What follows belongs to an exercise in optimizing a design on an open flow for small area, a short achievable clock period and few clock cycles per item; a production flow would make more cautious choices. The RTL was checked by simulation tests, not by an equivalence proof against the original design.

==> flow/design.v (outline; a module is shown in full before it is edited, if it fits) <==
// module loop_slot: 459 lines
// module bmul: 797 lines
module loop_slot (
    input  wire          clk,
    input  wire          rst,           
    input  wire          start,         
    output wire          ready,
    output reg           done,          
    input  wire [31:0]   rt,            
    input  wire [31:0]   fb,            
    input  wire [31:0]   ff,            
    input  wire [31:0]   inj,           
    input  wire [1:0]    inj_point,     
    input  wire [31:0]   rise,          
    input  wire [31:0]   fall,
    input  wire [1:0]    nsec,          
    input  wire          s0_biquad,     
    input  wire          bank,          
    input  wire          bumpless,
    input  wire          freeze,
    input  wire [703:0]  bank0,
    input  wire [703:0]  bank1,
    output reg  [31:0]   y,
    output reg           st_slew,
    output reg           st_ihi,
    output reg           st_ilo,
    output reg           st_ohi,
    output reg           st_olo
);
  // ...
==> flow/flow/run.sh <==
#!/bin/bash
set -euo pipefail
bash standard.sh SETUP_SLACK_MARGIN=23 TNS_END_PERCENT=20 \
    "BUFFER_PORTS_ARGS=-buffer_cell sky130_fd_sc_hd__buf_1" finish > standard_flow.log 2>&1
==> flow/standard.sh <==
#!/bin/bash
# synth_recipe.tcl (not shown) runs the flow's synth.tcl, then flattens the netlist and writes it again
# the make line also repeats each setting of config.mk as NAME=value (left out here)
make -C /OpenROAD-flow-scripts/flow DESIGN_CONFIG=/design/flow/config.mk WORK_HOME=/design/flow/orfs CLKGATE_MAP_FILE= SYNTH_SCRIPT=/design/flow/synth_recipe.tcl "${@:-finish}"
==> flow/config.mk <==
export PLATFORM = sky130hd
export DESIGN_NAME = loop_slot
export DESIGN_NICKNAME = loop_slot
export VERILOG_FILES = /design/flow/design.v
export SDC_FILE = /design/flow/constraint.sdc
export NUM_CORES = 4
export LEC_CHECK = 0
export CAP_MARGIN = 20
export CORE_MARGIN = 2
export CORE_UTILIZATION = 45
export GPL_ROUTABILITY_DRIVEN = 1
export GPL_TIMING_DRIVEN = 1
export PLACE_DENSITY = 0.6
export SLEW_MARGIN = 20
==> flow/constraint.sdc <==
create_clock -name core_clock -period 32.0 [get_ports {clk}]
set_input_delay 6.4000 -clock core_clock [delete_from_list [all_inputs] [get_ports {clk}]]
set_output_delay 6.4000 -clock core_clock [all_outputs]
set_load 0.01 [all_outputs]
==> results by group, run 1 <==
Status
  • Status: failed layout checks
  • Failing layout criteria: capacitance limit, slew limit

Timing
  • Worst slew margin: -0.07507%
  • Tcrit/Tclk final: 29.60%
  • RSZ-0062 raised after global routing: yes
  • Fin. max-slew vios: 2

Detailed routing
  • Number of vias per cell: 6.760
  • Highest routed layer: met5
  • DRC: 0
  • WL met3: 129700 um
  • Pre-antenna DRT Iters: 11

Synthesis
  • Seq cells post-synth: 1365
  • Ys async rst share: 0%
  • Seq/Total Area, Yosys: 28.97%

Critical path
  • Max stage delay on crit path: 960 ps
  • Worst path slowest cell: nand4_1
  • RR Endpoint: m_sh[30]
  • Setup CP Type: in2reg
  • Worst Setup Start Kind: input pin

Cells and area
  • Area Overhead vs Synth: 14.75%
  • Fill count: 25280
  • Most frequent cells in the layout: buf_1 (1532), a21oi_1 (1197), inv_1 (1051)
  • Buffers, non-clock: 1916

Clock network
  • Clock tree buffer depth: 3

Global route
  • Most crowded layer after global routing: met2

Die
  • Row count: 187

Place
  • IO Port Bufs: 1541

Flow run
  • MaxCap Viol Count: 1
Testbench counts, summed over its fixed seeds: cycles 37,296, items 3,200.
==> module loop_slot, before the edit <==
module loop_slot (
    input  wire          clk,
    input  wire          rst,           
    input  wire          start,         
    output wire          ready,
    output reg           done,          
    input  wire [31:0]   rt,            
    input  wire [31:0]   fb,            
    input  wire [31:0]   ff,            
    input  wire [31:0]   inj,           
    input  wire [1:0]    inj_point,     
    input  wire [31:0]   rise,          
    input  wire [31:0]   fall,
    input  wire [1:0]    nsec,          
    input  wire          s0_biquad,     
    input  wire          bank,          
    input  wire          bumpless,
    input  wire          freeze,
    input  wire [703:0]  bank0,
    input  wire [703:0]  bank1,
    output reg  [31:0]   y,
    output reg           st_slew,
    output reg           st_ihi,
    output reg           st_ilo,
    output reg           st_ohi,
    output reg           st_olo
);
    localparam [3:0] OP_KNEW  = 4'd0,    
                     OP_KADD  = 4'd1,    
                     OP_BFIN  = 4'd2,    
                     OP_IUPD  = 4'd3,    
                     OP_MNEW  = 4'd4,    
                     OP_PFIN  = 4'd5,    
                     OP_MADDI = 4'd6,    
                     OP_MSUB  = 4'd7,    
                     OP_MSUBC = 4'd8;    
    localparam [1:0] OS_STATE = 2'd0, OS_U = 2'd2, OS_DD = 2'd3;
    localparam [1:0] ST_IDLE = 2'd0, ST_RUN = 2'd1, ST_FRZ = 2'd2, ST_DRAIN = 2'd3;
    function [31:0] sat32;
        input signed [57:0] v;
        begin
            if (v > 58'sd2147483647)       sat32 = 32'h7fffffff;
            else if (v < -58'sd2147483648) sat32 = 32'h80000000;
            else                           sat32 = v[31:0];
        end
    endfunction
    function [31:0] sat34;
        input signed [33:0] v;
        begin
            if (v > 34'sd2147483647)       sat34 = 32'h7fffffff;
            else if (v < -34'sd2147483648) sat34 = 32'h80000000;
            else                           sat34 = v[31:0];
        end
    endfunction
    reg                first;
    reg                have_bank;
    reg                prev_bank;
    reg                old_ohi, old_olo;      
    reg signed [31:0]  r;
    reg signed [31:0]  integ;
    reg signed [31:0]  e1;
    reg signed [33:0]  v_prev;
    reg signed [31:0]  x1 [0:3];
    reg signed [31:0]  x2 [0:3];
    reg signed [31:0]  y1 [0:3];
    reg signed [31:0]  y2 [0:3];
    reg        [1:0]   lvl [0:3];             
    reg signed [31:0]  u;                     
    reg signed [32:0]  w;                     
    reg signed [57:0]  K;
    reg signed [57:0]  M;
    reg [1:0]  st;
    reg [1:0]  pc;                            
    reg        bump;
    reg        slow;                          
    reg        inj_sp, inj_err, inj_out;
    reg        pid_pend;                      
    reg [2:0]  pstep;
    reg [1:0]  sec;
    reg [2:0]  wd;
    reg        swap_r;                        
    assign ready = (st == ST_IDLE);
    reg signed [31:0] lim_imin, lim_imax, omin, omax;
    wire is_pid = ~s0_biquad;
    reg  pid_r;                               
    reg  [1:0] nsec_r;
    wire swap     = have_bank & (bank != prev_bank);
    wire bump_now = swap & is_pid & bumpless & ~freeze;
    reg  [31:0] rt_r, fb_r, rise_r, fall_r, ff_r, inj_r;
    wire signed [31:0] r_base = first ? $signed(fb_r) : r;
    wire [34:0] sl_a = {{3{rt_r[31]}}, rt_r};
    wire [34:0] sl_b = ~{{3{r_base[31]}}, r_base};
    wire [34:0] sl_u = ~{3'b000, rise_r};
    wire [34:0] sl_d = {3'b000, fall_r};
    wire [34:0] up_s = sl_a ^ sl_b ^ sl_u;
    wire [34:0] up_c = (sl_a & sl_b) | (sl_a & sl_u) | (sl_b & sl_u);
    wire [34:0] dn_s = sl_a ^ sl_b ^ sl_d;
    wire [34:0] dn_c = (sl_a & sl_b) | (sl_a & sl_d) | (sl_b & sl_d);
    wire [34:0] up_d = up_s + {up_c[33:0], 1'b1};
    wire [34:0] dn_d = dn_s + {dn_c[33:0], 1'b1};
    wire go_up = (rise_r != 32'd0) & ~up_d[34];
    wire go_dn = (fall_r != 32'd0) & dn_d[34];
    wire signed [31:0] r_up = r_base + rise_r;
    wire signed [31:0] r_dn = r_base - fall_r;
    wire signed [31:0] r_next = go_up ? r_up : go_dn ? r_dn : $signed(rt_r);
    wire               slew_next = go_up | go_dn;
    wire use_inj = (pc == 2'd1) ? inj_sp : inj_err;
    wire signed [31:0] pa = (pc == 2'd1) ? r_next : u;
    wire [33:0] pb = use_inj ? {{2{inj_r[31]}}, inj_r} : ~{{2{fb_r[31]}}, fb_r};
    wire [34:0] p_add = {pa[31], pa[31], pa, 1'b1} + {pb, ~use_inj};
    wire signed [33:0] p_sum = p_add[34:1];
    wire signed [31:0] e_now = sat34(p_sum);
    wire e_avail = (pc == 2'd3) | ((pc == 2'd2) & ~slow);
    reg        i_valid;
    reg [3:0]  i_op;
    reg [1:0]  i_sec;
    reg        i_last;
    reg        i_old;           
    reg signed [23:0] i_m;
    reg [4:0]  i_s;
    reg signed [31:0] i_x;
    reg        n_valid;
    reg [3:0]  n_op;
    reg [1:0]  n_sec;
    reg [2:0]  n_word;          
    reg        n_old;
    reg [1:0]  n_os;
    reg        n_last;
    reg [2:0]  n_state;         
    wire pid_end = bump ? (pstep == 3'd6) : (pstep == 3'd2);
    wire pid_go  = pid_pend & e_avail;
    wire u_hazard = (i_valid & ((i_op == OP_PFIN) | (i_op == OP_BFIN))) |
                    (m_valid & ((m_op == OP_PFIN) | (m_op == OP_BFIN)));
    always @(*) begin
        n_valid = 1'b0;
        n_op    = OP_KADD;
        n_sec   = sec;
        n_word  = wd;
        n_old   = 1'b0;
        n_os    = OS_STATE;
        n_last  = 1'b0;
        n_state = wd;
        if (st == ST_IDLE) begin
            n_sec   = is_pid ? 2'd1 : 2'd0;
            n_word  = 3'd1;
            n_state = 3'd1;
            n_op    = OP_KNEW;
            n_valid = start & ~freeze & (~is_pid | (nsec != 2'd0));
        end else if (st == ST_RUN) begin
            if (pid_go) begin
                n_sec   = 2'd0;
                n_valid = 1'b1;
                n_last  = pid_end & (nsec_r == 2'd0);
                case (pstep)
                    3'd0: begin n_word = 3'd1; n_os = OS_U;  n_op = OP_IUPD; n_old = bump; end
                    3'd1: begin n_word = 3'd0; n_os = OS_U;  n_op = OP_MNEW; n_old = bump; end
                    3'd2: begin n_word = 3'd2; n_os = OS_DD; n_op = bump ? OP_MADDI : OP_PFIN; n_old = bump; end
                    3'd3: begin n_word = 3'd0; n_os = OS_U;  n_op = OP_MSUB; end
                    3'd4: begin n_word = 3'd2; n_os = OS_DD; n_op = OP_MSUBC; end
                    3'd5: begin n_word = 3'd0; n_os = OS_U;  n_op = OP_MNEW; end
                    default: begin n_word = 3'd2; n_os = OS_DD; n_op = OP_PFIN; end
                endcase
            end else begin
                n_valid = (~pid_pend | ((nsec_r != 2'd0) & (wd != 3'd0))) &
                          ~((wd == 3'd0) & u_hazard);
                n_os    = (wd == 3'd0) ? OS_U : OS_STATE;
                n_op    = (wd == 3'd0) ? OP_BFIN : (wd == 3'd1) ? OP_KNEW : OP_KADD;
                n_last  = (wd == 3'd0) & (sec == nsec_r);
            end
        end
    end
    function [28:0] cw_sel;
        input [703:0] b;
        input [1:0]   sc;
        input [2:0]   wo;
        begin
            case ({sc, wo})
                5'd0:  cw_sel = b[ 0*32 +: 29];  5'd1:  cw_sel = b[ 1*32 +: 29];
                5'd2:  cw_sel = b[ 2*32 +: 29];  5'd3:  cw_sel = b[ 3*32 +: 29];
                5'd4:  cw_sel = b[ 4*32 +: 29];
                5'd8:  cw_sel = b[ 5*32 +: 29];  5'd9:  cw_sel = b[ 6*32 +: 29];
                5'd10: cw_sel = b[ 7*32 +: 29];  5'd11: cw_sel = b[ 8*32 +: 29];
                5'd12: cw_sel = b[ 9*32 +: 29];
                5'd16: cw_sel = b[10*32 +: 29];  5'd17: cw_sel = b[11*32 +: 29];
                5'd18: cw_sel = b[12*32 +: 29];  5'd19: cw_sel = b[13*32 +: 29];
                5'd20: cw_sel = b[14*32 +: 29];
                5'd24: cw_sel = b[15*32 +: 29];  5'd25: cw_sel = b[16*32 +: 29];
                5'd26: cw_sel = b[17*32 +: 29];  5'd27: cw_sel = b[18*32 +: 29];
                5'd28: cw_sel = b[19*32 +: 29];
                default: cw_sel = 29'd0;
            endcase
        end
    endfunction
    wire        c_bank  = n_old ? ~prev_bank : prev_bank;
    wire [28:0] cw_run  = c_bank ? cw_sel(bank1, n_sec, n_word) : cw_sel(bank0, n_sec, n_word);
    wire [28:0] cw_b0   = s0_biquad ? bank0[1*32 +: 29] : bank0[6*32 +: 29];
    wire [28:0] cw_b1   = s0_biquad ? bank1[1*32 +: 29] : bank1[6*32 +: 29];
    wire [28:0] cw_idle = bank ? cw_b1 : cw_b0;
    wire [28:0] c_word  = (st == ST_IDLE) ? cw_idle : cw_run;
    reg signed [31:0] st_word;
    always @(*) begin
        case (n_state[1:0])
            2'd1: st_word = (lvl[n_sec] != 2'd0) ? x1[n_sec] : 32'sd0;
            2'd2: st_word = (lvl[n_sec] == 2'd2) ? x2[n_sec] : 32'sd0;
            2'd3: st_word = (lvl[n_sec] != 2'd0) ? y1[n_sec] : 32'sd0;
            default: st_word = (lvl[n_sec] == 2'd2) ? y2[n_sec] : 32'sd0;
        endcase
    end
    wire signed [32:0] dd_sum = u - e1;
    wire signed [31:0] dd_now = first ? 32'sd0 :
                                (dd_sum > 33'sd2147483647)  ? 32'sh7fffffff :
                                (dd_sum < -33'sd2147483648) ? 32'sh80000000 : dd_sum[31:0];
    reg signed [31:0] opnd;
    always @(*) begin
        case (n_os)
            OS_STATE: opnd = st_word;
            OS_U:     opnd = u;
            default:  opnd = dd_now;
        endcase
    end
    reg        m_valid;
    reg [3:0]  m_op;
    reg        m_last;
    reg        m_old;
    reg signed [55:0] m_sh;             
    reg        m_bK, m_bM, m_bI, m_addI, m_neg, m_wK, m_wM, m_wU, m_iupd, m_cl;
    reg [3:0]  m_bfin;                 
    reg        m_rb;                    
    wire [55:0] prod;
    bmul u_mul (.m(i_m), .x(i_x), .p(prod));
    wire signed [55:0] prod_s = prod;
    wire signed [55:0] sh_now = prod_s >>> i_s;
    wire        rb_now = (i_s != 5'd0) & prod[i_s - 5'd1];
    wire sh_zero = (m_sh == 56'sd0);
    wire sh_m1   = (m_sh == -56'sd1);
    wire t_neg   = m_sh[55] & ~(sh_m1 & m_rb);
    wire t_pos   = ~m_sh[55] & ~(sh_zero & ~m_rb);
    wire g_ohi = m_old ? old_ohi : st_ohi;
    wire g_olo = m_old ? old_olo : st_olo;
    wire gate  = (g_ohi & t_pos) | (g_olo & t_neg);
    wire signed [57:0] ix  = integ;
    wire signed [57:0] shx = m_sh;
    wire [57:0] a_base = ({58{m_bK}} & K) | ({58{m_bM}} & M) | ({58{m_bI}} & ix);
    wire [57:0] a_t    = m_neg ? ~shx : shx;
    wire        a_c    = m_neg ? ~m_rb : m_rb;
    wire [57:0] a_i    = {58{m_addI}} & ix;
    wire [57:0] cs_s = a_base ^ a_t ^ a_i;
    wire [57:0] cs_c = (a_base & a_t) | (a_base & a_i) | (a_t & a_i);
    wire [57:0] cs_cc = {cs_c[56:0], a_c};
    wire signed [57:0] a_sum = cs_s + cs_cc;
    wire a_ovf_hi = ~a_sum[57] & (a_sum[56:31] != 26'd0);
    wire a_ovf_lo =  a_sum[57] & (a_sum[56:31] != {26{1'b1}});
    wire signed [31:0] a_sat = a_ovf_hi ? 32'sh7fffffff : a_ovf_lo ? 32'sh80000000 : a_sum[31:0];
    wire signed [57:0] m_in = (m_iupd & gate) ? ix : a_sum;
    reg                cl_go;
    wire cap_old = m_valid & m_cl & m_old;
    wire lim_bank = bank ^ cap_old;
    wire signed [31:0] lo_i = lim_imin;
    wire signed [31:0] hi_i = lim_imax;
    wire signed [31:0] i_clamp = (M < lo_i) ? lo_i :
                                 (M > hi_i) ? hi_i : M[31:0];
    wire o_go = m_valid & m_last;
    wire [35:0] w_x  = {{3{w[32]}}, w};
    wire [35:0] v_s2 = cs_s[35:0] ^ cs_cc[35:0] ^ w_x;
    wire [35:0] v_c2 = (cs_s[35:0] & cs_cc[35:0]) | (cs_s[35:0] & w_x) | (cs_cc[35:0] & w_x);
    wire [35:0] v_b  = {v_c2[34:0], 1'b0};
    wire [33:0] v_in = v_s2[33:0] + v_b[33:0];
    wire [35:0] mx_x = {{4{omax[31]}}, omax};
    wire [35:0] mn_x = ~{{4{omin[31]}}, omin};
    wire [35:0] g_s  = mx_x ^ ~v_s2 ^ ~v_b;
    wire [35:0] g_c  = (mx_x & ~v_s2) | (mx_x & ~v_b) | (~v_s2 & ~v_b);
    wire [36:0] g_d  = {g_s, 1'b1} + {g_c[34:0], 1'b1, 1'b1};
    wire [35:0] l_s  = mn_x ^ v_s2 ^ v_b;
    wire [35:0] l_c  = (mn_x & v_s2) | (mn_x & v_b) | (v_s2 & v_b);
    wire [36:0] l_d  = {l_s, 1'b1} + {l_c[34:0], 1'b0, 1'b1};
    wire gt_in = g_d[36];           
    wire lt_in = l_d[36];           
    wire signed [31:0] y_now = lt_in ? omin : gt_in ? omax : v_in[31:0];
    wire o_ovf = a_ovf_hi | a_ovf_lo;
    reg  o_slow;
    wire signed [33:0] v_slow = u + w;
    wire signed [33:0] v_cmp  = o_slow ? v_slow : v_prev;
    wire c_gt = (v_cmp > omax);
    wire c_lt = (v_cmp < omin);
    integer j;
    always @(posedge clk) begin
        lim_imin <= lim_bank ? bank1[3*32 +: 32] : bank0[3*32 +: 32];
        lim_imax <= lim_bank ? bank1[4*32 +: 32] : bank0[4*32 +: 32];
        omin     <= bank ? bank1[20*32 +: 32] : bank0[20*32 +: 32];
        omax     <= bank ? bank1[21*32 +: 32] : bank0[21*32 +: 32];
        rt_r   <= rt;
        fb_r   <= fb;
        rise_r <= rise;
        fall_r <= fall;
        ff_r   <= ff;
        inj_r  <= inj;
        i_valid <= n_valid & ~rst;
        i_op    <= n_op;
        i_sec   <= n_sec;
        i_last  <= n_last;
        i_old   <= n_old;
        i_m     <= c_word[23:0];
        i_s     <= c_word[28:24];
        i_x     <= opnd;
        m_valid <= i_valid & ~rst;
        m_op    <= i_op;
        m_last  <= i_last;
        m_old   <= i_old;
        m_sh    <= sh_now;
        m_bK    <= (i_op == OP_KADD) | (i_op == OP_BFIN);
        m_bM    <= (i_op == OP_PFIN) | (i_op == OP_MADDI) | (i_op == OP_MSUB) | (i_op == OP_MSUBC);
        m_bI    <= (i_op == OP_IUPD);
        m_addI  <= (i_op == OP_PFIN) | (i_op == OP_MADDI);
        m_neg   <= (i_op == OP_MSUB) | (i_op == OP_MSUBC);
        m_wK    <= (i_op == OP_KNEW) | (i_op == OP_KADD);
        m_wM    <= (i_op == OP_MNEW) | (i_op == OP_MADDI) | (i_op == OP_MSUB) | (i_op == OP_MSUBC) | (i_op == OP_IUPD);
        m_wU    <= (i_op == OP_PFIN) | (i_op == OP_BFIN);
        m_iupd  <= (i_op == OP_IUPD);
        m_cl    <= (i_op == OP_IUPD) | (i_op == OP_MSUBC);
        for (j = 0; j < 4; j = j + 1)
            m_bfin[j] <= i_valid & ~rst & (i_op == OP_BFIN) & (i_sec == j);
        m_rb    <= rb_now;
        cl_go  <= m_valid & m_cl;
        if (cl_go) integ <= i_clamp;
        if (m_valid) begin
            if (m_wK) K <= a_sum;
            if (m_wM) M <= m_in;
            if (m_wU) u <= a_sat;
            begin
                    for (j = 0; j < 4; j = j + 1) begin
                        if (m_bfin[j]) begin
                            x2[j] <= x1[j];
                            x1[j] <= u;
                            y2[j] <= y1[j];
                            y1[j] <= a_sat;
                            lvl[j] <= (lvl[j] == 2'd0) ? 2'd1 : 2'd2;
                        end
                    end
            end
        end
        done <= 1'b0;
        if (pc != 2'd3 && st != ST_IDLE) pc <= pc + 2'd1;
        case (st)
            ST_IDLE: begin
                if (start) begin
                    pc        <= 2'd1;
                    old_ohi   <= st_ohi;
                    old_olo   <= st_olo;
                    prev_bank <= bank;
                    have_bank <= 1'b1;
                    bump      <= bump_now;
                    slow      <= (inj_point == 2'd1) | (inj_point == 2'd2);
                    inj_sp    <= (inj_point == 2'd1);
                    inj_err   <= (inj_point == 2'd2);
                    inj_out   <= (inj_point == 2'd3);
                    swap_r    <= swap;
                    M         <= integ;
                    cl_go     <= swap & is_pid & ~bump_now;
                    pid_r     <= is_pid;
                    nsec_r    <= nsec;
                    if (freeze) begin
                        st <= ST_FRZ;
                    end else begin
                        st      <= ST_RUN;
                        pid_pend <= is_pid;
                        pstep   <= 3'd0;
                        sec     <= is_pid ? 2'd1 : 2'd0;
                        wd      <= is_pid ? 3'd2 : 3'd2;
                    end
                end
            end
            ST_FRZ: begin
                if (pc == 2'd2) begin
                    if (swap_r & pid_r) begin
                        st_ihi <= (integ == lim_imax);
                        st_ilo <= (integ == lim_imin);
                    end
                    done <= 1'b1;
                    st   <= ST_IDLE;
                end
            end
            ST_RUN: begin
                if (pc == 2'd1 || (pc == 2'd2 && slow)) u <= e_now;
                if (pc == 2'd1) begin
                    r       <= r_next;
                    st_slew <= slew_next;
                    w       <= $signed(ff_r) + (inj_out ? $signed(inj_r) : 33'sd0);
                end
                if (n_valid) begin
                    if (pid_go) begin
                        if (pstep == 3'd2 && !bump) e1 <= u;
                        if (pstep == 3'd6) e1 <= u;
                        if (pid_end) begin
                            pid_pend <= 1'b0;
                            if (nsec_r == 2'd0) st <= ST_DRAIN;
                        end
                        pstep <= pstep + 3'd1;
                    end else begin
                        if (wd == 3'd0) begin
                            if (sec == nsec_r) st <= ST_DRAIN;
                            sec <= sec + 2'd1;
                            wd  <= 3'd1;
                        end else if (wd == 3'd4) begin
                            wd <= 3'd0;
                        end else begin
                            wd <= wd + 3'd1;
                        end
                    end
                end
            end
            default: ;    
        endcase
        if (pc == 2'd1 && swap_r) begin
            st_ohi <= c_gt;
            st_olo <= c_lt;
        end
        o_slow <= o_go & o_ovf;
        if ((o_go & ~o_ovf) | o_slow) begin    
            if (o_slow) begin
                y      <= c_lt ? omin : c_gt ? omax : v_slow[31:0];
                st_ohi <= c_gt;
                st_olo <= c_lt;
                v_prev <= v_slow;
            end else begin
                y      <= y_now;
                st_ohi <= gt_in;
                st_olo <= lt_in;
                v_prev <= $signed(v_in);
            end
            first   <= 1'b0;
            if (pid_r) begin
                st_ihi <= (integ == lim_imax);
                st_ilo <= (integ == lim_imin);
            end
            done    <= 1'b1;
            st      <= ST_IDLE;
        end
        if (rst) begin
            st        <= ST_IDLE;
            done      <= 1'b0;
            cl_go     <= 1'b0;
            o_slow    <= 1'b0;
            pc        <= 2'd0;
            first     <= 1'b1;
            have_bank <= 1'b0;
            prev_bank <= 1'b0;
            integ     <= 32'sd0;
            e1        <= 32'sd0;
            v_prev    <= 34'sd0;
            y         <= 32'd0;
            st_slew   <= 1'b0;
            st_ihi    <= 1'b0;
            st_ilo    <= 1'b0;
            st_ohi    <= 1'b0;
            st_olo    <= 1'b0;
            for (j = 0; j < 4; j = j + 1) lvl[j] <= 2'd0;
        end
    end
endmodule
==> run 2, diff against run 1 <==
--- a/flow/design.v
+++ b/flow/design.v
@@ -131,6 +131,9 @@
     wire pid_go  = pid_pend & e_avail;
     wire u_hazard = (i_valid & ((i_op == OP_PFIN) | (i_op == OP_BFIN))) |
                     (m_valid & ((m_op == OP_PFIN) | (m_op == OP_BFIN)));
+    wire rn_valid = (st == ST_RUN) &
+                    (pid_go | ((~pid_pend | ((nsec_r != 2'd0) & (wd != 3'd0))) &
+                               ~((wd == 3'd0) & u_hazard)));
     always @(*) begin
         n_valid = 1'b0;
         n_op    = OP_KADD;
@@ -141,9 +144,6 @@
         n_last  = 1'b0;
         n_state = wd;
         if (st == ST_IDLE) begin
-            n_sec   = is_pid ? 2'd1 : 2'd0;
-            n_word  = 3'd1;
-            n_state = 3'd1;
             n_op    = OP_KNEW;
             n_valid = start & ~freeze & (~is_pid | (nsec != 2'd0));
         end else if (st == ST_RUN) begin
@@ -210,10 +210,13 @@
     wire signed [31:0] dd_now = first ? 32'sd0 :
                                 (dd_sum > 33'sd2147483647)  ? 32'sh7fffffff :
                                 (dd_sum < -33'sd2147483648) ? 32'sh80000000 : dd_sum[31:0];
+    wire signed [31:0] x1_s0 = (lvl[0] != 2'd0) ? x1[0] : 32'sd0;
+    wire signed [31:0] x1_s1 = (lvl[1] != 2'd0) ? x1[1] : 32'sd0;
+    wire signed [31:0] opnd_idle = s0_biquad ? x1_s0 : x1_s1;
     reg signed [31:0] opnd;
     always @(*) begin
         case (n_os)
-            OS_STATE: opnd = st_word;
+            OS_STATE: opnd = (st == ST_IDLE) ? opnd_idle : st_word;
             OS_U:     opnd = u;
             default:  opnd = dd_now;
         endcase
@@ -386,7 +389,7 @@
                     st_slew <= slew_next;
                     w       <= $signed(ff_r) + (inj_out ? $signed(inj_r) : 33'sd0);
                 end
-                if (n_valid) begin
+                if (rn_valid) begin
                     if (pid_go) begin
                         if (pstep == 3'd2 && !bump) e1 <= u;
                         if (pstep == 3'd6) e1 <= u;
==> flow/flow/run.sh (replaced) <==
#!/bin/bash
set -euo pipefail
bash standard.sh SETUP_SLACK_MARGIN=24 TNS_END_PERCENT=20 \
    "BUFFER_PORTS_ARGS=-buffer_cell sky130_fd_sc_hd__buf_1" finish > standard_flow.log 2>&1
==> run 2 against run 1 <==
- the layout fails its checks (capacitance limit)
- maximum frequency rose by 10%
- synthesized cell count up 0.76%
- global-route usage fell by 3.7 points
- critical path type unchanged
- highest routed layer unchanged
==> results by group, run 2 <==
Status
  • Status: failed layout checks (unchanged)
  • Failing layout criteria: capacitance limit (was capacitance limit, slew limit)

Timing
  • Final Critical Period: 8579 ps (was 9471 ps)
  • Worst slew margin: -0.5153% (was -0.07507%)
  • Fin. max-slew vios: 4 (was 2)
  • RSZ-0062 raised after global routing: yes (unchanged)
  • # setup viols final: 0 (unchanged)
  • Tcrit/Tclk final: 26.81% (was 29.60%)
  • Sum of negative setup slack: 0 ps (unchanged)
  • Final Hold Fails: 0 (unchanged)
  • Skew final: 82.48 ps (was 61.14 ps)
  • Fmax: 116.6 MHz (was 105.6 MHz)
  • Worst setup slack after layout: 23420 ps (was 22530 ps)
  • Slew at the pin closest to its max-slew limit: 1508 ps (was 1501 ps)

Clock network
  • CTS buffer count: 154 (was 156)
  • Root Driver: clkbuf_16 (unchanged)
  • Clock tree buffer depth: 3 (unchanged)
  • Clock slew at reported path FFs: 60 ps (about the same)
  • CTS tree: yes (unchanged)
  • Clock latency on the worst-skew pair: 880 ps (about the same)
  • Clk sinks: 1365 (unchanged)
  • CTS H-Tree Depth: 4 (unchanged)
  • # hold bufs at CTS: 0 (unchanged)

Detailed routing
  • Mean routed wirelength per cell: 37.68 um (was 40.59 um)
  • Initial drt markers: 19530 (was 21450)
  • WL final: 701400 um (was 746900 um)
  • Vias: 124300 (was 124400)
  • Detail Route Antenna Nets: 0 (unchanged)
  • DRC: 0 (unchanged)
  • Pre-antenna DRT Iters: 13 (was 11)
  • Number of vias per cell: 6.678 (was 6.760)

Place
  • Final GP Congestion: 1.092 (was 1.153)
  • Post-DP HPWL: 532000 um (was 598500 um)
  • IO Port Bufs: 1541 (unchanged)
  • Post-Place Cells: 17800 (was 17570)
  • DP Worst Slack: 21590 ps (was 20360 ps)

Die
  • Initial Util: 45.11% (was 45.16%)
  • Die width: 516.1 um (was 513.8 um)
  • Die footprint: 0.2663 mm2 (was 0.2640 mm2)
  • Core box area: 0.2616 mm2 (was 0.2590 mm2)
  • I/O pin cnt: 1650 (unchanged)
  • Row count: 188 (was 187)
  • Die Y: 516.1 um (was 513.8 um)

Cells and area
  • Most frequent cells in the layout: buf_1 (1527), a21oi_1 (1068), inv_1 (1057) (was buf_1 (1532), a21oi_1 (1197), inv_1 (1051))
  • Fin cells: 18620 (was 18400)
  • Final #Nets: 17510 (was 17290)
  • Commonest non-fill, non-tap cell in the layout: buf_1 (unchanged)
  • Area Overhead vs Synth: 17.32% (was 14.75%)
  • Layout cells sized above 1: 10.51% (was 8.706%)

Synthesis
  • Primary FF master, synth: dfxtp_1 (unchanged)
  • Average cell area after synthesis: 8.757 um2 (was 8.747 um2)
  • Seq/Total Area, Yosys: 28.71% (was 28.97%)
  • Top cells by area, synth: edfxtp_1 (17%), dfxtp_1 (12%), fa_1 (9.1%) (was edfxtp_1 (17%), dfxtp_1 (12%), fa_1 (9.2%))
  • Mapped Cells: 13480 (was 13370)
  • YS warnings: 6 (unchanged)
  • Synth area leader: edfxtp_1 (unchanged)
  • Library cells used by synthesis: 108 (was 104)
  • Post-synthesis cell area: 0.1180 mm2 (was 0.1170 mm2)
  • Post-synth top area share: 16.67% (was 16.82%)
  • Seq cells post-synth: 1365 (unchanged)
  • Ys async rst share: 0% (unchanged)
  • Post-synth EDFFs: 655 (unchanged)
  • Most common library cells after synthesis: a21oi_1 (1106), inv_1 (1075), nor2_1 (1057) (was a21oi_1 (1208), inv_1 (1061), nor2_1 (969))
  • Top-count cell post-synth: a21oi_1 (unchanged)
  • Mapped Nets: 16380 (was 16280)

Critical path
  • Critical-path cell list: buf_1 -> mux2_2 -> a222oi_1 -> nand4_1 -> o21ai_0 -> o21ai_0 (was clkbuf_16 -> clkinvlp_4 -> a21oi_4 -> buf_12 -> inv_8 -> nand2_2 -> buf_12 -> nor2_4 -> buf_6 -> a22oi_2 -> nand2_1 -> a221oi_4 -> nand4_1 -> o21ai_0 -> o21ai_0)
  • Cell mode on critical path: o21ai_0
  • Crit path DAT: 9210 ps (was 10200 ps)
  • Worst-path fanout max: 7 (was 46)
  • Worst path buffer plus inverter count: 1 (was 6)
  • Setup CP Type: in2reg (unchanged)
  • Worst EP required: 32630 ps (was 32730 ps)
  • Worst path top cell family by delay: compound AO/OA/AOI/OAI gates (unchanged)
  • Critical Path End Type: flip-flop (unchanged)
  • Max stage delay on crit path: 850 ps (was 960 ps)
  • Worst path slowest cell: nand4_1 (unchanged)
  • Worst Setup Start Kind: input pin (unchanged)

Global route
  • GR Overflow Total: 0 (unchanged)
  • Largest net degree at the start of global routing: 103 (was 88)
  • Vias in the first global route: 110800 (was 107700)
  • Antenna violations before repair: 263 (was 300)
  • Total GRT Usage: 50.54% (was 54.24%)
  • Global-route wire length before repair: 926100 um (was 967000 um)

Worst hold path
  • Worst hold path class: reg2reg (unchanged)

Flow run
  • MaxCap Viol Count: 1 (unchanged)
run 2: changes by cell type after synthesis, moves of 55 or more:
| cell | before | now |
|---|---|---|
| a211oi_1 | 296 | 161 |
| nand4_1 | 186 | 272 |
| a21oi_1 | 1208 | 1106 |
| nor2b_1 | 184 | 68 |
| nor2_1 | 969 | 1057 |
| o221ai_1 | 10 | 87 |
| nand2_1 | 950 | 895 |
run 2: final timing paths:
path | endpoint | depth (start not counted) | slack, ps | startpoint
worst max register to register | m_sh[28] | 26 | 23850 | i_m[18]
worst min register to register | m_last | 0 | 340 | i_last
worst max-delay path | i_m[22] | 6 | 23420 | bank1[630]
worst min-delay path | m_last | 0 | 340 | i_last
run 2: worst register-to-register path, cell delays in order (launching register included):
cell      delay, ps
dfxtp_1         350
buf_12          270
xor2_1          320
and2_2          220
buf_8           310
a22oi_1         130
o21ai_1         200
fa_1            460
fa_1            480
fa_1            490
fa_1            580
inv_1            90
fa_1            390
ha_2            210
a21o_1          170
a21o_1          170
a21o_1          210
a21o_1          180
a221o_1         390
a221o_1         380
a221oi_2        270
o311ai_2        160
and2_1          180
or4b_4          560
a311o_1         390
o32a_1          210
mux2_2          290
run 2: final cells by class:
cell class / count / area [um2]
fillers: 25210 / 123100
multi-input cells: 9948 / 78250
flip-flops and latches: 1365 / 33980
repair buffers: 2058 / 11390
well taps: 3515 / 4398
clock buffers: 207 / 4392
inverters: 1077 / 4070
clock inverters: 79 / 1035
diodes: 368 / 920.9
run 2: routing by layer:
layer / GRT usage, % / up-vias / wire length, um
li1: - / 52220 / -
met1: 58.30 / 60140 / 245700
met2: 66.16 / 9661 / 267500
met3: 27.66 / 2210 / 114700
met4: 43.14 / 96 / 71770
met5: 10.11 / - / 1697
run 2: repair_timing:
action                                 in CTS  in global routing
cloned                                     27                 16
pin swaps                                  30                 81
resized for setup                         294                305
endpoints found under the hold margin       0                  0
setup endpoints to repair                 217                365
buffers inserted                           55                 61
run 2: cell families after synthesis:
logic type                 after synthesis  share of synthesized area (%)
AOI/OAI and AO/OA                     4367                          24.79
xor gates and xnor gates               437                          3.256
adders and majority gates             1325                          17.39
buffers and inverters                 2169                          6.932
DFF                                   1365                          28.71
muxes                                  682                          6.618
and+or+nand+nor                       3130                          12.30
run 2: stage by stage:
stage	hold slack [ps]	utilization [%]	cell area [um2]
finish	335.8	52.93	138400
global route	332.4	52.83	138200
CTS	326.9	51.74	135300
detailed placement	313.2	48.72	127400
global placement	310.2	48.70	127400
floorplan	309.6	-	118000
Testbench counts of run 2, summed over its fixed seeds: cycles 37,296, items 3,200.
==> run 3, diff against run 2 <==
--- a/flow/config.mk
+++ b/flow/config.mk
@@ -5,10 +5,11 @@
 export SDC_FILE = /design/flow/constraint.sdc
 export NUM_CORES = 4
 export LEC_CHECK = 0
+export ABC_AREA = 1
 export CAP_MARGIN = 20
 export CORE_MARGIN = 2
-export CORE_UTILIZATION = 45
+export CORE_UTILIZATION = 30
 export GPL_ROUTABILITY_DRIVEN = 1
 export GPL_TIMING_DRIVEN = 1
-export PLACE_DENSITY = 0.6
+export PLACE_DENSITY = 0.5
 export SLEW_MARGIN = 20
==> run 3 against run 2 <==
- the run now finishes clean
- core utilization is 18 points lower
- clock skew rose by 26 ps
- maximum frequency increased by 2.2%
- non-clock buffer count decreased by 173
- clock-buffer cell count is 3 lower
- first-iteration DRC count shrank 33%
- via count is 3.4% lower
- critical endpoint is now i_m[13]
- largest cell class unchanged
==> results by group, run 3 <==
Status
  • Status: finished clean (was failed layout checks)

Synthesis
  • Post-synthesis mux area share: 0.3956% (was 6.618%)
  • Post-synth EDFFs: 655 (unchanged)
  • Most common library cells after synthesis: nand2_1 (4004), inv_1 (1834), a21oi_1 (1004) (was a21oi_1 (1106), inv_1 (1075), nor2_1 (1057))
  • Mapped Nets: 18410 (was 16380)
  • Synth Area in Compound Gates: 15.47% (was 24.79%)
  • YS warnings: 6 (unchanged)
  • Synth Area in Adders: 17.47% (was 17.39%)
  • Top-count cell post-synth: nand2_1 (was a21oi_1)
  • Top cells by area, synth: edfxtp_1 (17%), nand2_1 (13%), dfxtp_1 (12%) (was edfxtp_1 (17%), dfxtp_1 (12%), fa_1 (9.1%))
  • Post-Synth XOR/XNOR Area: 5.802% (was 3.256%)
  • Average cell area after synthesis: 7.487 um2 (was 8.757 um2)
  • Primary FF master, synth: dfxtp_1 (unchanged)
  • Post-Synth Simple-Gate Area: 23.03% (was 12.30%)
  • Library cells used by synthesis: 74 (was 108)
  • Post-synth top area share: 16.95% (was 16.67%)
  • Seq/Total Area, Yosys: 29.19% (was 28.71%)
  • Ys async rst share: 0% (unchanged)
  • Seq cells post-synth: 1365 (unchanged)
  • Post-synthesis cell area: 0.1161 mm2 (was 0.1180 mm2)
  • Synth area leader: edfxtp_1 (unchanged)
  • Mapped Cells: 15500 (was 13480)
  • Largest family of logic cells by synthesized area: simple AND/OR/NAND/NOR gates (was compound AO/OA/AOI/OAI gates)

Timing
  • Sum of negative setup slack: 0 ps (unchanged)
  • Skew final: 108.3 ps (was 82.48 ps)
  • Fmax: 119.2 MHz (was 116.6 MHz)
  • Slew at the pin closest to its max-slew limit: 1288 ps (was 1508 ps)
  • Worst slew margin: 14.16% (was -0.5153%)
  • # setup viols final: 0 (unchanged)
  • Final Critical Period: 8392 ps (was 8579 ps)
  • Fin. max-slew vios: 0 (was 4)
  • Final Hold Fails: 0 (unchanged)
  • Tcrit/Tclk final: 26.23% (was 26.81%)
  • RSZ-0062 raised after global routing: yes (unchanged)

Detailed routing
  • Detail Route Antenna Nets: 0 (unchanged)
  • DRC: 0 (unchanged)
  • Initial drt markers: 13070 (was 19530)
  • Number of vias per cell: 5.390 (was 6.678)
  • Pre-antenna DRT Iters: 6 (was 13)
  • WL final: 707600 um (was 701400 um)
  • Mean routed wirelength per cell: 31.77 um (was 37.68 um)
  • Vias: 120000 (was 124300)

Critical path
  • RR Endpoint: m_sh[3] (was m_sh[28])
  • Critical path origin: bank1[205] (was bank1[630])
  • Critical path endpoint: i_m[13] (was i_m[22])
  • R2r worst-path depth: 27 (was 26)
  • Worst-path fanout max: 2 (was 7)
  • Worst EP required: 32750 ps (was 32630 ps)
  • Worst Setup Start Kind: input pin (unchanged)
  • Crit path DAT: 9140 ps (was 9210 ps)
  • Setup slack, reg-to-reg: 23770 ps (was 23850 ps)
  • Critical Path End Type: flip-flop (unchanged)
  • Reg2Reg Launch Point: i_m[5] (was i_m[18])
  • Setup CP Type: in2reg (unchanged)

Die
  • Die footprint: 0.3919 mm2 (was 0.2663 mm2)
  • Die Y: 626 um (was 516.1 um)
  • Core box area: 0.3854 mm2 (was 0.2616 mm2)
  • Die width: 626 um (was 516.1 um)
  • Row count: 228 (was 188)
  • Initial Util: 30.12% (was 45.11%)
  • I/O pin cnt: 1650 (unchanged)

Cells and area
  • Layout cells sized above 1: 5.517% (was 10.51%)
  • Final #Nets: 19690 (was 17510)
  • Commonest non-fill, non-tap cell in the layout: nand2_1 (was buf_1)
  • Fill count: 41930 (was 25210)
  • Area Overhead vs Synth: 15.89% (was 17.32%)
  • Fin cells: 22270 (was 18620)
  • Most frequent cells in the layout: nand2_1 (3987), inv_1 (1807), buf_1 (1535) (was buf_1 (1527), a21oi_1 (1068), inv_1 (1057))
  • Fin area: 0.1345 mm2 (was 0.1384 mm2)

Clock network
  • CTS H-Tree Depth: 4 (unchanged)
  • Clk sinks: 1365 (unchanged)
  • Clock latency on the worst-skew pair: 910 ps (was 880 ps)
  • Clock tree buffer depth: 4 (was 3)
  • CTS buffer count: 160 (was 154)
  • Clock slew at reported path FFs: 70 ps (was 60 ps)
  • Root Driver: clkbuf_16 (unchanged)
  • CTS tree: yes (unchanged)

Global route
  • GR Overflow Total: 0 (unchanged)
  • Vias in the first global route: 113500 (was 110800)
  • Global-route wire length before repair: 945300 um (was 926100 um)
  • Antenna violations before repair: 136 (was 263)
  • Largest net degree at the start of global routing: 81 (was 103)
  • Total GRT Usage: 34.90% (was 50.54%)

Place
  • Final GP Congestion: 1.024 (was 1.092)
  • Post-Place Cells: 21790 (was 17800)
  • IO Port Bufs: 1541 (unchanged)
  • Post-DP HPWL: 573300 um (was 532000 um)
  • Dpl cell area: 0.1285 mm2 (was 0.1274 mm2)

Flow run
  • MaxCap Viol Count: 0 (was 1)

Worst hold path
  • Worst hold path class: reg2reg (unchanged)
  • WHS Path Cells: 0 (unchanged)
[run 3: worst min path at each step]
stage                 from  endpoint  slack [ps]
floorplan           i_last    m_last         310
global placement    i_last    m_last         320
detailed placement   i_old     m_old         310
CTS                  i_old     m_old         330
global route        i_last    m_last         340
finish              i_last    m_last         320
[run 3: routing by layer]
metal  vias up  global-route usage, %  wire length (um)
li1      54780                      -                 -
met1     58260                  43.94            284900
met2      5931                  53.58            306500
met3      1019                  6.279             55860
met4        54                  25.36             60050
met5         -                      0               351
[run 3: final cells by class]
class,count,area (um2),share of cell area [%]
Clock buffer,204,4272,3.176
Antenna cell,186,465.4,0.3460
Clock inverter,84,910.9,0.6772
Multi-Input combinational cell,11510,72930,54.22
Tap cell,5175,6475,4.814
Sequential cell,1365,33910,25.21
Inverter,1867,7079,5.263
Timing Repair Buffer,1885,8469,6.296
[run 3: critical path, cell delays in order]
cell	delay, ps
buf_1	290
a22oi_1	290
o2111ai_1	530
nor3_1	1130
nand4_1	260
nand3_1	170
nand2_1	60
[run 3: kinds of logic after synthesis]
group / after synthesis
AO/OA/AOI/OAI: 3033
XOR/XNOR: 768
adder cells (fa/ha/maj): 1300
buffers and inverters: 2635
flip-flops: 1365
multiplexers: 41
AND/OR/NAND/NOR: 6360
[run 3: through the flow]
stage | worst slack, ps | util [%] | hold slack (ps)
6_report | 23610 | 34.90 | 322.9
5_1_grt | 23720 | 34.88 | 342.5
4_1_cts | 23780 | 34.75 | 327.3
3_5_place_dp | 22220 | 33.35 | 313.6
3_3_place_gp | 22230 | 33.33 | 315.1
2_1_floorplan | 24370 | - | 309.6
[run 3: repair_timing]
item / 4_1_cts / 5_1_grt
endpoints found under the setup margin: 208 / 164
hold buffers: 0 / 0
gates cloned: 2 / 1
buffers inserted: 4 / 0
pin swaps: 5 / 1
resized for setup: 52 / 22

-- port drivers added, routing unchanged --
In the flow no input, the clock included, has a driving cell. The finished layouts below were timed again as built, in two steps.
Step 1, drivers: a clkbuf_16 drives clk and a buf_2 each remaining input, both assumed.
Step 2 also shifts input and output timing later by t, the mid clock arrival at the registers, as if the neighbouring blocks saw the same clock.
a / b / c = no drivers / after step 1 / after step 2; a / b = the first two.
| run | t (ns) | slack for setup (ns) | worst data-port slew with drivers (ns) |
|---|---|---|---|
| run 1 | 0.932 | 22.530 / 22.556 / 21.624 | 0.83 |
| run 2 | 0.954 | 23.421 / 23.398 / 22.444 | 0.75 |
| run 3 | 0.961 | 23.608 / 23.660 / 22.699 | 0.62 |
The setup slack of run 2, which loses most, moves by -0.023 ns with the drivers and by -0.977 ns with both steps.
